What follows belongs to an exercise in optimizing a design on an open flow for small area and a short achievable clock period; a production flow would make more cautious choices.
Function was not checked in any run shown here: the RTL went through the layout flow alone.
No activity file was given, so power comes from the tool's default toggle rates.

--- flow/run.sh ---
#!/bin/bash
# synth_recipe.tcl (not shown) runs the flow's synth.tcl, then flattens the netlist and writes it again
# the make line also repeats each setting of config.mk as NAME=value (left out here)
make -C /OpenROAD-flow-scripts/flow DESIGN_CONFIG=/design/flow/config.mk WORK_HOME=/design/flow/orfs CLKGATE_MAP_FILE= SYNTH_SCRIPT=/design/flow/synth_recipe.tcl finish
--- flow/config.mk ---
export PLATFORM = sky130hd
export DESIGN_NAME = fmt_cvt
export DESIGN_NICKNAME = fmt_cvt
export VERILOG_FILES = /design/flow/design.v
export SDC_FILE = /design/flow/constraint.sdc
export NUM_CORES = 4
export LEC_CHECK = 0
export CAP_MARGIN = 20
export CORE_MARGIN = 2
export CORE_UTILIZATION = 40
export SLEW_MARGIN = 20
--- flow/constraint.sdc ---
create_clock -name core_clock -period 18.0 [get_ports {clk}]
set_input_delay 3.6000 -clock core_clock [delete_from_list [all_inputs] [get_ports {clk}]]
set_output_delay 3.6000 -clock core_clock [all_outputs]
set_load 0.01 [all_outputs]
--- flow/design.v ---
module fmt_cvt (
    input  wire        clk,
    input  wire        rst,         
    input  wire        in_valid,
    input  wire        in_op,       
    input  wire [3:0]  in_src,
    input  wire [3:0]  in_dst,      
    input  wire [31:0] in_a,
    input  wire [7:0]  in_b,        
    output reg         out_valid,
    output reg  [31:0] out_data
);
    reg        v0, op;
    reg [3:0]  src, dst;
    reg [31:0] a;
    reg [7:0]  xb;
    always @(posedge clk) begin
        if (rst) v0 <= 1'b0;
        else     v0 <= in_valid;
        op  <= in_op;
        src <= in_src;
        dst <= in_dst;
        a   <= in_a;
        xb  <= in_b;
    end
    wire f32  = !op && !src[3] && !src[1] && !src[0];
    wire bf16 = !op && !src[3] && src[0];
    wire fp16 = !op && !src[3] && src[1];
    wire s32  = !op && src[3] && !src[0];
    wire e4m3 = op && !src[3] && !src[2];
    wire e5m2 = op && !src[3] && src[2] && !src[0];
    wire i8s  = op && ((!src[3] && src[2] && src[0]) || (src[3] && !src[0]));
    wire o8u  = op && src[3] && src[0];
    wire isfl = f32 || bf16 || fp16 || e4m3 || e5m2;
    wire d_int = !op && dst[3];
    wire d_u32 = d_int && dst[0];
    wire d_bf  = !op && !dst[3] && dst[0];
    wire d_h   = !op && !dst[3] && dst[1];
    reg  [7:0]  E;
    reg  [31:0] mmask;
    reg  [31:0] hid;
    reg  [4:0]  w;
    reg  [7:0]  off;
    reg         emax, mzero;
    always @(*) begin
        E = 8'd0; mmask = 32'hffff_ffff; hid = 32'd0; w = 5'd0; off = 8'd0;
        emax = 1'b0; mzero = 1'b0;
        if (f32) begin
            E = a[30:23]; mmask = 32'h007f_ffff; hid = 32'h0080_0000; w = 5'd23; off = 8'd150;
            emax = &a[30:23]; mzero = ~|a[22:0];
        end else if (bf16) begin
            E = a[14:7]; mmask = 32'h7f; hid = 32'h80; w = 5'd7; off = 8'd134;
            emax = &a[14:7]; mzero = ~|a[6:0];
        end else if (fp16) begin
            E = {3'd0, a[14:10]}; mmask = 32'h3ff; hid = 32'h400; w = 5'd10; off = 8'd25;
            emax = &a[14:10]; mzero = ~|a[9:0];
        end else if (e4m3) begin
            E = {4'd0, a[6:3]}; mmask = 32'h7; hid = 32'h8; w = 5'd3; off = 8'd137;
        end else if (e5m2) begin
            E = {3'd0, a[6:2]}; mmask = 32'h3; hid = 32'h4; w = 5'd2; off = 8'd144;
            emax = &a[6:2]; mzero = ~|a[1:0];
        end else if (i8s) begin
            mmask = 32'hff; off = 8'd133;
        end else if (o8u) begin
            mmask = 32'hff; off = 8'd134;
        end
    end
    wire ezero  = (E == 8'd0);
    wire xnan   = op && (xb == 8'hff);
    wire s_nan  = xnan || (emax && !mzero) || (e4m3 && (a[6:0] == 7'h7f));
    wire s_inf  = !xnan && emax && mzero;
    wire s_sign = (f32 || s32) ? a[31] : (bf16 || fp16) ? a[15] : (e4m3 || e5m2 || i8s) ? a[7] : 1'b0;
    wire        inv_m = !d_int && ((s32 && a[31]) || (i8s && a[7]));
    wire        inv_s = d_int && !d_u32 && isfl && s_sign;
    wire        inv   = inv_m || inv_s;
    wire        ext   = inv_s || (d_int && s32 && a[31]);
    wire [31:0] hidb  = (isfl && !ezero) ? hid : 32'd0;
    wire [31:0] sig   = (((a ^ {32{inv}}) & mmask) | hidb) ^ ({32{inv_s}} & ~mmask);
    wire [31:0] tzin  = (a & mmask) | hidb;
    wire [32:0] lzin = {sig, inv_m};
    reg [5:0] p1;
    reg       lzv;
    reg [5:0] tz;
    integer i;
    always @(*) begin
        p1 = 6'd0;
        for (i = 0; i < 33; i = i + 1)
            if (lzin[i]) p1 = i[5:0];
        lzv = |sig;
        tz = 6'd32;
        for (i = 31; i >= 0; i = i - 1)
            if (tzin[i]) tz = i[5:0];
    end
    wire s_zero = !lzv && !inv;
    wire [7:0]  eeff = {E[7:1], E[0] | (isfl && ezero)};
    wire [7:0]  xa   = op ? xb : 8'd0;
    wire [9:0]  kt2  = (d_int ? {2'b00, off} + 10'd31 : {2'b00, off} - (d_h ? 10'd14 : 10'd126)) + 10'd2;
    wire [9:0]  o1   = {2'b11, ~xa};
    wire [9:0]  o2   = {2'b11, ~eeff};
    wire [9:0]  cs_s = o1 ^ o2 ^ kt2;
    wire [9:0]  cs_c = {(o1[8:0] & o2[8:0]) | (o1[8:0] & kt2[8:0]) | (o2[8:0] & kt2[8:0]), 1'b0};
    wire [9:0]  T    = cs_s + cs_c;
    wire        big  = d_int && (f32 || bf16) && (E >= 8'd159);
    wire        sp_inf = s_inf || big;
    reg        v1, z1, sn1, si1, sg1, iv1, ex1, di1, du1, db1, dh1;
    reg [31:0] sig1;
    reg [9:0]  t1;
    reg [5:0]  p11;
    reg [5:0]  tz1;
    always @(posedge clk) begin
        if (rst) v1 <= 1'b0;
        else     v1 <= v0;
        sig1 <= sig;
        t1   <= T;
        p11  <= p1;
        tz1  <= tz;
        z1   <= s_zero;
        sn1  <= s_nan;
        si1  <= sp_inf;
        sg1  <= s_sign;
        iv1  <= inv;
        ex1  <= ext;
        di1  <= d_int;
        du1  <= d_u32;
        db1  <= d_bf;
        dh1  <= d_h;
    end
    wire signed [9:0] ts = $signed(t1);
    wire [5:0]  c1 = db1 ? 6'd24 : dh1 ? 6'd21 : 6'd8;            
    wire        normal = !di1 && !z1 && ((ts < 10'sd0) || ((ts < 10'sd32) && (p11 > t1[5:0])));
    wire [5:0]  un  = c1 - 6'd1 + p11;
    wire signed [10:0] us = $signed({ts[9], ts}) + (di1 ? 11'sd0 : $signed({5'd0, c1}));
    wire [5:0]  usc = us[10] ? 6'd0 : (us > 11'sd63) ? 6'd63 : us[5:0];
    wire [5:0]  u   = normal ? un : usc;
    wire signed [10:0] E1 = $signed({5'd0, p11}) - $signed({ts[9], ts});
    wire        fovf = normal && (E1 >= (dh1 ? 11'sd31 : 11'sd255));
    wire [95:0] Y   = {{32{ex1}}, sig1, {32{iv1}}};
    wire [95:0] Zf  = Y >> u;
    wire [32:0] Z   = Zf[32:0];
    wire [31:0] R   = Z[32:1];
    wire        g   = Z[0];
    wire [6:0]  kd  = {1'b0, u} - {1'b0, tz1} - 7'd32;
    wire        inc = kd[6] ? iv1 : (kd == 7'd0) ? R[0] : g;
    reg        v2, n2, i2, sn2, si2, sg2, ex2, di2, du2, db2, dh2;
    reg [31:0] r2;
    reg [7:0]  e2;
    always @(posedge clk) begin
        if (rst) v2 <= 1'b0;
        else     v2 <= v1;
        r2   <= R;
        i2   <= inc;
        e2   <= E1[7:0];
        n2   <= normal;
        sn2  <= sn1;
        si2  <= si1 || fovf;
        sg2  <= sg1;
        ex2  <= ex1;
        di2  <= di1;
        du2  <= du1;
        db2  <= db1;
        dh2  <= dh1;
    end
    reg [32:0] W;
    always @(*) begin
        W = {ex2, r2};
        if (n2) begin
            if (db2)      W = {18'd0, e2, r2[6:0]};
            else if (dh2) W = {18'd0, e2[4:0], r2[9:0]};
            else          W = {2'd0, e2, r2[22:0]};
        end
    end
    wire [32:0] cy;
    wire [8:0]  gc;
    assign gc[0] = i2;
    genvar k;
    generate
        for (k = 0; k < 8; k = k + 1) begin : g_grp
            assign gc[k+1] = gc[k] & (&W[4*k+3:4*k]);
        end
        for (k = 0; k < 33; k = k + 1) begin : g_bit
            if (k % 4 == 0) begin : g_f
                assign cy[k] = gc[k/4];
            end else begin : g_r
                assign cy[k] = gc[k/4] & (&W[k-1:(k/4)*4]);
            end
        end
    endgenerate
    wire [32:0] X = W ^ cy;
    reg [31:0] result;
    always @(*) begin
        if (di2) begin
            if (sn2)
                result = 32'd0;
            else if (du2)
                result = sg2 ? 32'd0 : (si2 || X[32]) ? 32'hffff_ffff : X[31:0];
            else if (si2 || (X[32] != X[31]))
                result = sg2 ? 32'h8000_0000 : 32'h7fff_ffff;
            else
                result = X[31:0];
        end else if (db2) begin
            result = sn2 ? 32'h0000_7fc0 : si2 ? {16'd0, sg2, 15'h7f80} : {16'd0, sg2, X[14:0]};
        end else if (dh2) begin
            result = sn2 ? 32'h0000_7e00 : si2 ? {16'd0, sg2, 15'h7c00} : {16'd0, sg2, X[14:0]};
        end else begin
            result = sn2 ? 32'h7fc0_0000 : si2 ? {sg2, 31'h7f80_0000} : {sg2, X[30:0]};
        end
    end
    always @(posedge clk) begin
        if (rst) out_valid <= 1'b0;
        else     out_valid <= v2;
        out_data <= result;
    end
endmodule
==> qor.yml, run 1 <==
cts_buffers: 17
die_w_um: 188
synth_cells: 1698
grt_pass1_wl_um: 63500
stdcell_area_sq_um: 15100
cp_common_cell: "ha_1"
crit_slowest_cell: "clkinv_1"
synth_most_common_cell: "dfxtp_1"
p_leak_nw: 6.13
ctsHoldBuffers: 0
synth_cell_type_count: 89
synth-async-reset-ratio: 0
fp-row-count: 67
grt_pass1_vias: 11700
worstSetupPathType: "flip-flop to flip-flop"
grt_overflow: 0
wl_um: 40000
path_buf_inv: 5
cts_tree: "done"
vias: 12600
ys.flop_type: "dfxtp_1"
multi_input_area_sq_um: 8670
cts.clk_slew.worst_paths_ps: 80
rsz0062_at_grt: "false"
p_per_area_nw_per_um2: 183
seq_area_frac_synth: 0.292
required_ps: 18390
ant_nets: 0
cts_resized: 0
synth_edf_count: 0
post-dp-hpwl_um: 30400
cts.htree.levels: 4
die_area_sq_um: 35400
cp_data_arrival_time_ps: 6530
cp-end-kind: "flip-flop"
crit_path_cell_trace: "inv_1 -> ha_1 -> inv_1 -> fa_1 -> a211oi_1 -> nor2_1 -> or4_1 -> nand2_1 -> inv_2 -> a22oi_1 -> buf_4 -> clkinv_1 -> ha_1 -> ha_1 -> xor2_1 -> nor3_1 -> a31oi_1 -> o22ai_1 -> nand3_1 -> and3_1 -> o31a_1 -> a211oi_2"
maxCapViolations: 0
gp_congestion: 0.972
antenna_cells: 0
period_needed_ps: 6140
period_share: 0.341
cts_sinks: 198
startpoint_type: "flip-flop"
start_util: 0.406
worstSkewPairLatency_ps: 470
ir_drop_uv: 87.0
cp_max_fo: 26
postCtsSetupBuffers: 0
worst_pin_slew_ps: 1160
drc: 0
grt_usage: 0.225
wl_met2_um: 19200
slew_viol_final: 0
nNetsFinal: 1817
synth-seq-cells: 198
fillers: 3333
synth_common_cells: "dfxtp_1 (198), nor2_1 (139), nand2_1 (129), a21oi_1 (128), o21ai_0 (113)"
slowest_delay_ps: 650
clockRootBuffer: "clkbuf_16"
yosys_warnings: 1
io_buffers: 83
antenna_found_initial: 0
power_w: 0.00277
synthTopCellsByArea: "dfxtp_1 (29%), mux2i_1 (6.6%), ha_1 (5.1%)"
top_layer_used: "met4"
synthToLayoutAreaGrowth_pct: 11.5
drt-vias-per-instance: 5.82
syn_area_per_cell_sq_um: 8.00
drive_gt1_frac: 0.0602
netlist_area_sq_um: 13600
yosys.area.top_type: "dfxtp_1"
clock_skew_ps: 16.2
synth_fp_nets: 1817
met3WireLength_um: 2010
synth_top_area_frac: 0.292
finalSetupViolations: 0
placed_area_sq_um: 14600
tns_ps: 0
drt_iter0_markers: 1208
io_pins: 85
core_sq_um: 33400
slew_headroom: 0.228
cts_buffer_depth: 2
fp.dieH_um: 188
path_delay_family: "simple AND/OR/NAND/NOR gates"
hold_path_class: "flip-flop to flip-flop"
drt_pass1_iterations: 5
seq_area_sq_um: 3960
routedWlPerCell_um: 18.5
drt-met1-wl_um: 17700
grt_max_degree: 43
layout_setup_ws_ps: 11860
fmax_ghz: 0.163
dp_worst_setup_slack_ps: 11990
outcome: "no timing/DRC/antenna violations"
hold_viol: 0
## area by class of cell
type                       instances  share of cell area
multi-input combinational       1268               0.573
sequential                       198               0.262
timing repair buffer              98              0.0623
tap                              448              0.0370
clock buffer                      19              0.0286
inverter                         115              0.0285
clock inverter                    13             0.00909
## cell families (layout without fill, tap and decap cells)
logic type | Yosys count | count (layout) | share of synthesized area
flip-flops | 198 | 198 | 0.292
AO/OA/AOI/OAI | 536 | 536 | 0.264
buffers and inverters | 232 | 245 | 0.0707
XOR/XNOR | 73 | 73 | 0.0471
adder cells (fa/ha/maj) | 68 | 68 | 0.0691
multiplexers | 113 | 113 | 0.0854
AND/OR/NAND/NOR | 478 | 478 | 0.172
## power by group
group          switching, W  total [W]  internal, W
registers         0.0000955   0.000659     0.000564
logic               0.00103    0.00174     0.000710
clock network      0.000181   0.000376     0.000195
total               0.00131    0.00277      0.00147
## metrics by stage
stage | hold WS [ps] | utilization | std cells
after floorplan | 310 | - | 1698
after global placement | 364 | 0.435 | 2127
after detailed placement | 365 | 0.435 | 2127
after CTS | 375 | 0.453 | 2159
after global routing | 382 | 0.453 | 2159
final | 370 | 0.453 | 2159
## registers in the layout, summed over array words and instances, names as in the netlist, 3 cells and up
register  count
out_data     32
dst           3
t1           10
r2           32
src           4
e2            8
a            32
tz1           6
sig1         32
p11           6
xb            8
## routing by layer
layer / vias up / global-route usage
met5: - / 0
met4: 0 / 0.0781
met3: 62 / 0.0305
met2: 474 / 0.387
met1: 5900 / 0.288
li1: 6132 / -
## placed cells by master (no fill, tap or decap), types with 24 or more instances in the layout
cell             Yosys  layout
ha_1                55      55
inv_1              107     107
nor2_1             139     138
o21ai_0            113     113
mux2i_1             90      90
xnor2_1             49      49
a21oi_1            128     128
nand2_1            129     129
nand3_1             40      40
dfxtp_1            198     198
a31oi_1             27      27
clkdlybuf4s50_1      0      83
xor2_1              24      24
nor3_1              40      40
## final timing paths
check | from | end | slack [ps] | depth (start not counted)
worst max-delay path | p11[0]$_SDFF_PP0_ | i2$_DFF_P_ | 11860 | 22
worst min-delay path | du1$_DFF_P_ | du2$_DFF_P_ | 370 | 0
worst max register to register | p11[0]$_SDFF_PP0_ | i2$_DFF_P_ | 11860 | 22
worst min register to register | du1$_DFF_P_ | du2$_DFF_P_ | 370 | 0
==> run 2: changes to the inputs <==
--- a/flow/config.mk
+++ b/flow/config.mk
@@ -5,6 +5,7 @@
 export SDC_FILE = /design/flow/constraint.sdc
 export NUM_CORES = 4
 export LEC_CHECK = 0
+export ABC_AREA = 1
 export CAP_MARGIN = 20
 export CORE_MARGIN = 2
 export CORE_UTILIZATION = 40
==> qor.yml, run 2 <==
outcome: "no timing/DRC/antenna violations"
core_sq_um: 31600
nNetsFinal: 2067
synthToLayoutAreaGrowth_pct: 12.9
synth-async-reset-ratio: 0
synth-seq-cells: 198
worstSkewPairLatency_ps: 450
p_sw_w: 0.00141
fillers: 3273
cts_sinks: 198
period_needed_ps: 5370
startpoint_type: "flip-flop"
p_per_area_nw_per_um2: 192
vias: 12200
drt-vias-per-instance: 5.17
cts.htree.levels: 4
drc: 0
grt_overflow: 0
wl_um: 35600
r2r_slack_ps: 12630
fp-row-count: 65
ctsHoldBuffers: 0
ir_drop_uv: 83.3
ys.flop_type: "dfxtp_1"
seq_area_sq_um: 3960
fp.dieH_um: 183
finalSetupViolations: 0
clkPwrFrac: 0.133
antenna_cells: 0
postCtsSetupBuffers: 0
worst_pin_slew_ps: 1000
slowest_delay_ps: 710
final_util: 0.459
die_w_um: 183
hold_viol: 0
cts.clk_slew.worst_paths_ps: 70
switching_share: 0.505
grt_usage: 0.214
maxCapViolations: 0
clock_skew_ps: 11.4
grt_pass1_vias: 11200
tns_ps: 0
synth_fp_nets: 2031
cts_tree: "done"
intPower_w: 0.00138
grt_pass1_wl_um: 57500
cts_buffer_depth: 2
grt_max_degree: 57
synth_most_common_cell: "nand2_1"
cp_max_fo: 39
synthTopCellsByArea: "dfxtp_1 (31%), nand2_1 (14%), inv_1 (7.7%)"
synth_cells: 1912
hold_path_class: "flip-flop to flip-flop"
ant_nets: 0
layout_setup_ws_ps: 12630
routedWlPerCell_um: 15.1
io_pins: 85
worstSetupPathType: "flip-flop to flip-flop"
timing.rr.start: "dh1$_DFF_P_"
drive_gt1_frac: 0.0520
seqPwrFrac: 0.224
cp_data_arrival_time_ps: 5680
combPwrFrac: 0.642
cp-end-kind: "flip-flop"
required_ps: 18320
synth_common_cells: "nand2_1 (492), inv_1 (265), dfxtp_1 (198), o21ai_0 (182), nor2_1 (143)"
drt_iter0_markers: 702
p_leak_nw: 7.06
stdcell_area_sq_um: 14500
io_buffers: 83
yosys.area.top_type: "dfxtp_1"
fmax_ghz: 0.186
start_util: 0.407
synth_top_area_frac: 0.308
syn_area_per_cell_sq_um: 6.73
synth_edf_count: 0
yosys_warnings: 1
cts_buffers: 17
slew_viol_final: 0
min_from: "du1$_DFF_P_"
clockRootBuffer: "clkbuf_16"
crit_slowest_cell: "inv_1"
cp_common_cell: "nand2_1"
multi_input_area_sq_um: 7540
seq_area_frac_synth: 0.308
placed_area_sq_um: 13900
slew_headroom: 0.331
worstReg2RegEnd: "i2$_DFF_P_"
netlist_area_sq_um: 12900
reg2reg_depth: 25
min_path_cells: 0
synth_cell_type_count: 63
period_share: 0.298
mostFrequentLayoutCells: "nand2_1 (492), inv_1 (265), dfxtp_1 (198)"
min_to: "du2$_DFF_P_"
post-dp-hpwl_um: 28500
gp_congestion: 0.940
drt_pass1_iterations: 7
final_common_cell: "nand2_1"
rsz0062_at_grt: "false"
dp_worst_setup_slack_ps: 12610
cts_resized: 0
antenna_found_initial: 0
die_area_sq_um: 33600
[run 2: cell count changes after synthesis, sizes merged, moves of 18 or more]
cell     change
mux2        -23
inv        +165
clkbuf      -30
xnor2       -30
o21ai       +96
mux2i       -67
a21oi       -51
nand2      +369
and2        -18
nand3       +34
nor3        -24
a2bb2oi     -23
[run 2: cell families after synthesis]
family,share of synthesized area
compound gates,0.199
xor+xnor,0.0368
fa+ha+maj,0.0722
buf+inv,0.106
flops,0.308
mux,0.0179
simple gates,0.261
[run 2: worst max path at each step]
stage	start	endpoint
final	dh1$_DFF_P_	i2$_DFF_P_
after global routing	dh1$_DFF_P_	i2$_DFF_P_
after CTS	dh1$_DFF_P_	i2$_DFF_P_
after detailed placement	dh1$_DFF_P_	i2$_DFF_P_
after global placement	dh1$_DFF_P_	i2$_DFF_P_
after floorplan	dh1$_DFF_P_	i2$_DFF_P_
[run 2: power groups by stage]
stage | combinational (W) | clock (W) | sequential (W)
2_1_floorplan | 0.00131 | 0 | 0.000629
3_3_place_gp | 0.00174 | 0 | 0.000636
3_5_place_dp | 0.00177 | 0 | 0.000637
4_1_cts | 0.00178 | 0.000381 | 0.000627
5_1_grt | 0.00202 | 0.000399 | 0.000637
6_report | 0.00179 | 0.000371 | 0.000625
[run 2: critical path: cells and delay by family, from the launching register on]
| family | cells | cell delay (ps) |
|---|---|---|
| AOI/OAI and AO/OA | 10 | 2360 |
| adders and majority gates | 1 | 280 |
| buffers and inverters | 4 | 1110 |
| DFF | 1 | 510 |
| and+or+nand+nor | 10 | 960 |
[run 2: final cells by class]
type | instances | area share
inverters | 276 | 0.0715
multi-input cells | 1363 | 0.520
clock inverters | 13 | 0.00957
repair buffers | 92 | 0.0619
well taps | 402 | 0.0346
flip-flops and latches | 198 | 0.273
clock buffers | 19 | 0.0298
[run 2: stage by stage]
| step | hold slack [ps] | power, W | instances |
|---|---|---|---|
| 2_1_floorplan | 310 | 0.00194 | 1912 |
| 3_3_place_gp | 312 | 0.00238 | 2331 |
| 3_5_place_dp | 312 | 0.00241 | 2331 |
| 4_1_cts | 329 | 0.00279 | 2363 |
| 5_1_grt | 333 | 0.00305 | 2363 |
| 6_report | 333 | 0.00278 | 2363 |
[run 2: metal layers]
layer	track usage	vias up	wire (um)
li1	-	6315	-
met2	0.375	338	17100
met3	0.0302	71	1300
met4	0.0845	0	1180
met5	0	-	0
met1	0.266	5494	16100
==> run 3: changes to the inputs <==
--- a/flow/config.mk
+++ b/flow/config.mk
@@ -8,5 +8,5 @@
 export ABC_AREA = 1
 export CAP_MARGIN = 20
 export CORE_MARGIN = 2
-export CORE_UTILIZATION = 40
+export CORE_UTILIZATION = 65
 export SLEW_MARGIN = 20
==> qor.yml, run 3 <==
cts.clk_slew.worst_paths_ps: 80
outcome: "no timing/DRC/antenna violations"
cp_data_arrival_time_ps: 6040
antenna_cells: 0
vias: 12800
io_pins: 85
period_needed_ps: 5750
synth_common_cells: "nand2_1 (492), inv_1 (265), dfxtp_1 (198), o21ai_0 (182), nor2_1 (143)"
io_buffers: 83
cp-end-kind: "flip-flop"
drt_iter0_markers: 1248
period_share: 0.319
placed_area_sq_um: 13800
ctsHoldBuffers: 0
min_path_cells: 0
synthToLayoutAreaGrowth_pct: 12.0
hold_path_class: "flip-flop to flip-flop"
reg2reg_depth: 26
path_buf_inv: 6
yosys.area.top_type: "dfxtp_1"
synth_edf_count: 0
postCtsSetupBuffers: 0
drt-vias-per-instance: 5.77
top_layer_used: "met4"
fp-row-count: 51
yosys_warnings: 1
cts.htree.levels: 4
maxCapViolations: 0
die_area_sq_um: 20900
fillers: 1599
final_util: 0.740
slowest_delay_ps: 700
worstReg2RegEnd: "i2$_DFF_P_"
p_per_area_nw_per_um2: 198
cts_buffer_depth: 2
grt_pass1_wl_um: 56600
min_from: "sg1$_DFF_P_"
path_delay_family: "simple AND/OR/NAND/NOR gates"
startpoint_type: "flip-flop"
worstSkewPairLatency_ps: 450
nNetsFinal: 2066
ant_nets: 0
clockRootBuffer: "clkbuf_16"
gp_congestion: 1.00
dp_cells: 2192
drive_gt1_frac: 0.0526
drc: 0
synth_top_area_frac: 0.308
synth_most_common_cell: "nand2_1"
cts_tree: "done"
routedWlPerCell_um: 16.0
cts_sinks: 198
final_common_cell: "nand2_1"
met3WireLength_um: 2410
synth-seq-cells: 198
netlist_area_sq_um: 12900
fmax_ghz: 0.174
ir_drop_uv: 99.8
die_w_um: 145
seq_area_frac_synth: 0.308
synth_cells: 1912
fp.dieH_um: 145
synth_fp_nets: 2031
grt_usage: 0.340
power_w: 0.00285
synthTopCellsByArea: "dfxtp_1 (31%), nand2_1 (14%), inv_1 (7.7%)"
grt_overflow: 0
slew_viol_final: 0
syn_area_per_cell_sq_um: 6.73
crit_slowest_cell: "nand2_1"
cts_resized: 0
min_to: "sg2$_DFF_P_"
core_sq_um: 19500
synth_cell_type_count: 63
clock_skew_ps: 17.6
post-dp-hpwl_um: 27100
grt_max_degree: 57
required_ps: 18300
slew_headroom: 0.353
drt-met1-wl_um: 14500
wl_met2_um: 16800
fin_cells: 2225
rsz0062_at_grt: "false"
timing.rr.start: "dh1$_DFF_P_"
finalSetupViolations: 0
p_leak_nw: 7.09
synth-async-reset-ratio: 0
hold_viol: 0
start_util: 0.661
drt_pass1_iterations: 7
worst_pin_slew_ps: 970
wl_um: 35500
ys.flop_type: "dfxtp_1"
stdcell_area_sq_um: 14400
tns_ps: 0
cp_max_fo: 24
antenna_found_initial: 0
grt_pass1_vias: 11700
r2r_slack_ps: 12250
mostFrequentLayoutCells: "nand2_1 (492), inv_1 (265), dfxtp_1 (198)"
worstSetupPathType: "flip-flop to flip-flop"
cts_buffers: 17
[run 3: cell counts after synthesis]
Identical to the previous run, type by type.
[run 3: layout make-up]
| class | count | area, sq um | share of cell area |
|---|---|---|---|
| timing repair buffer | 91 | 898 | 0.0623 |
| tap | 265 | 332 | 0.0230 |
| sequential | 198 | 3960 | 0.275 |
| inverter | 276 | 1040 | 0.0721 |
| multi-input combinational | 1363 | 7540 | 0.523 |
| clock buffer | 19 | 453 | 0.0314 |
| clock inverter | 13 | 183 | 0.0127 |
[run 3: how the worst max path moves through the flow]
stage                startpoint                    to  slack (ps)  depth (start not counted)
finish              dh1$_DFF_P_            i2$_DFF_P_       12250                         26
global route        dh1$_DFF_P_            i2$_DFF_P_       11930                         26
CTS                  n2$_DFF_P_  out_data[15]$_DFF_P_       12270                         20
detailed placement   n2$_DFF_P_  out_data[15]$_DFF_P_       12380                         20
global placement     n2$_DFF_P_  out_data[15]$_DFF_P_       12480                         20
floorplan           dh1$_DFF_P_            i2$_DFF_P_       13330                         27
[run 3: stage by stage]
stage / setup WS, ps / hold slack (ps)
finish: 12250 / 333
global route: 11930 / 350
CTS: 12270 / 335
detailed placement: 12380 / 317
global placement: 12480 / 312
floorplan: 13330 / 310
[run 3: worst register-to-register path, delay by kind of cell (launching register included)]
family | cells | cell delay [ps]
simple gates | 11 | 1950
compound gates | 6 | 1080
buf+inv | 6 | 1060
fa+ha+maj | 3 | 1030
flops | 1 | 480
[run 3: routing by layer]
metal / global-route usage / vias up
met5: 0 / -
met4: 0.181 / 0
met3: 0.0500 / 138
met2: 0.583 / 636
met1: 0.415 / 5766
li1: - / 6309
[run 3: cells by family (layout without fill, tap and decap cells)]
group	after synthesis	after routing	synth area share
flip-flops	198	198	0.308
buffers and inverters	351	399	0.106
AO/OA/AOI/OAI	431	431	0.199
multiplexers	23	23	0.0179
AND/OR/NAND/NOR	788	788	0.261
adder cells (fa/ha/maj)	67	67	0.0722
XOR/XNOR	54	54	0.0368
[run 3: power breakdown]
group / internal, W / total [W] / switching [W] / leakage [nW]
logic: 0.000620 / 0.00181 / 0.00119 / 5.13
clock network: 0.000220 / 0.000405 / 0.000185 / 0.308
registers: 0.000564 / 0.000633 / 0.0000692 / 1.66
total: 0.00140 / 0.00285 / 0.00145 / 7.09

-- port drivers added, routing unchanged --
How much do the figures lean on ideal ports? The routed layouts below were timed once more, with nothing changed but the port constraints.
Step 1 (the two cells are an assumption about what drives the block):
set clk [get_ports {clk}]
set_driving_cell -lib_cell sky130_fd_sc_hd__clkbuf_16 $clk
set_driving_cell -lib_cell sky130_fd_sc_hd__buf_2 [delete_from_list [all_inputs] $clk]
Step 2 moves the port delays by t, midway between the first and last clock arrival at a register: inputs arrive t later, outputs are due t later. That takes back most of the time a late clock gives input paths.
a / b / c = ideal ports / drivers / drivers and shift; a / b = the first two.
run | shift t [ns] | slack for setup (ns) | hold WS [ns] | worst setup path at the end | slew at the worst register clock pin (ns)
run 1 | 0.506 | 11.860 / 11.860 / 11.860 | 0.370 / 0.370 / 0.370 | register to register | 0.08 / 0.08
run 2 | 0.500 | 12.633 / 12.633 / 12.633 | 0.333 / 0.333 / 0.333 | register to register | 0.08 / 0.08
run 3 | 0.490 | 12.255 / 12.255 / 12.255 | 0.333 / 0.333 / 0.333 | register to register | 0.08 / 0.08
After both steps setup and hold are still met in every run listed.
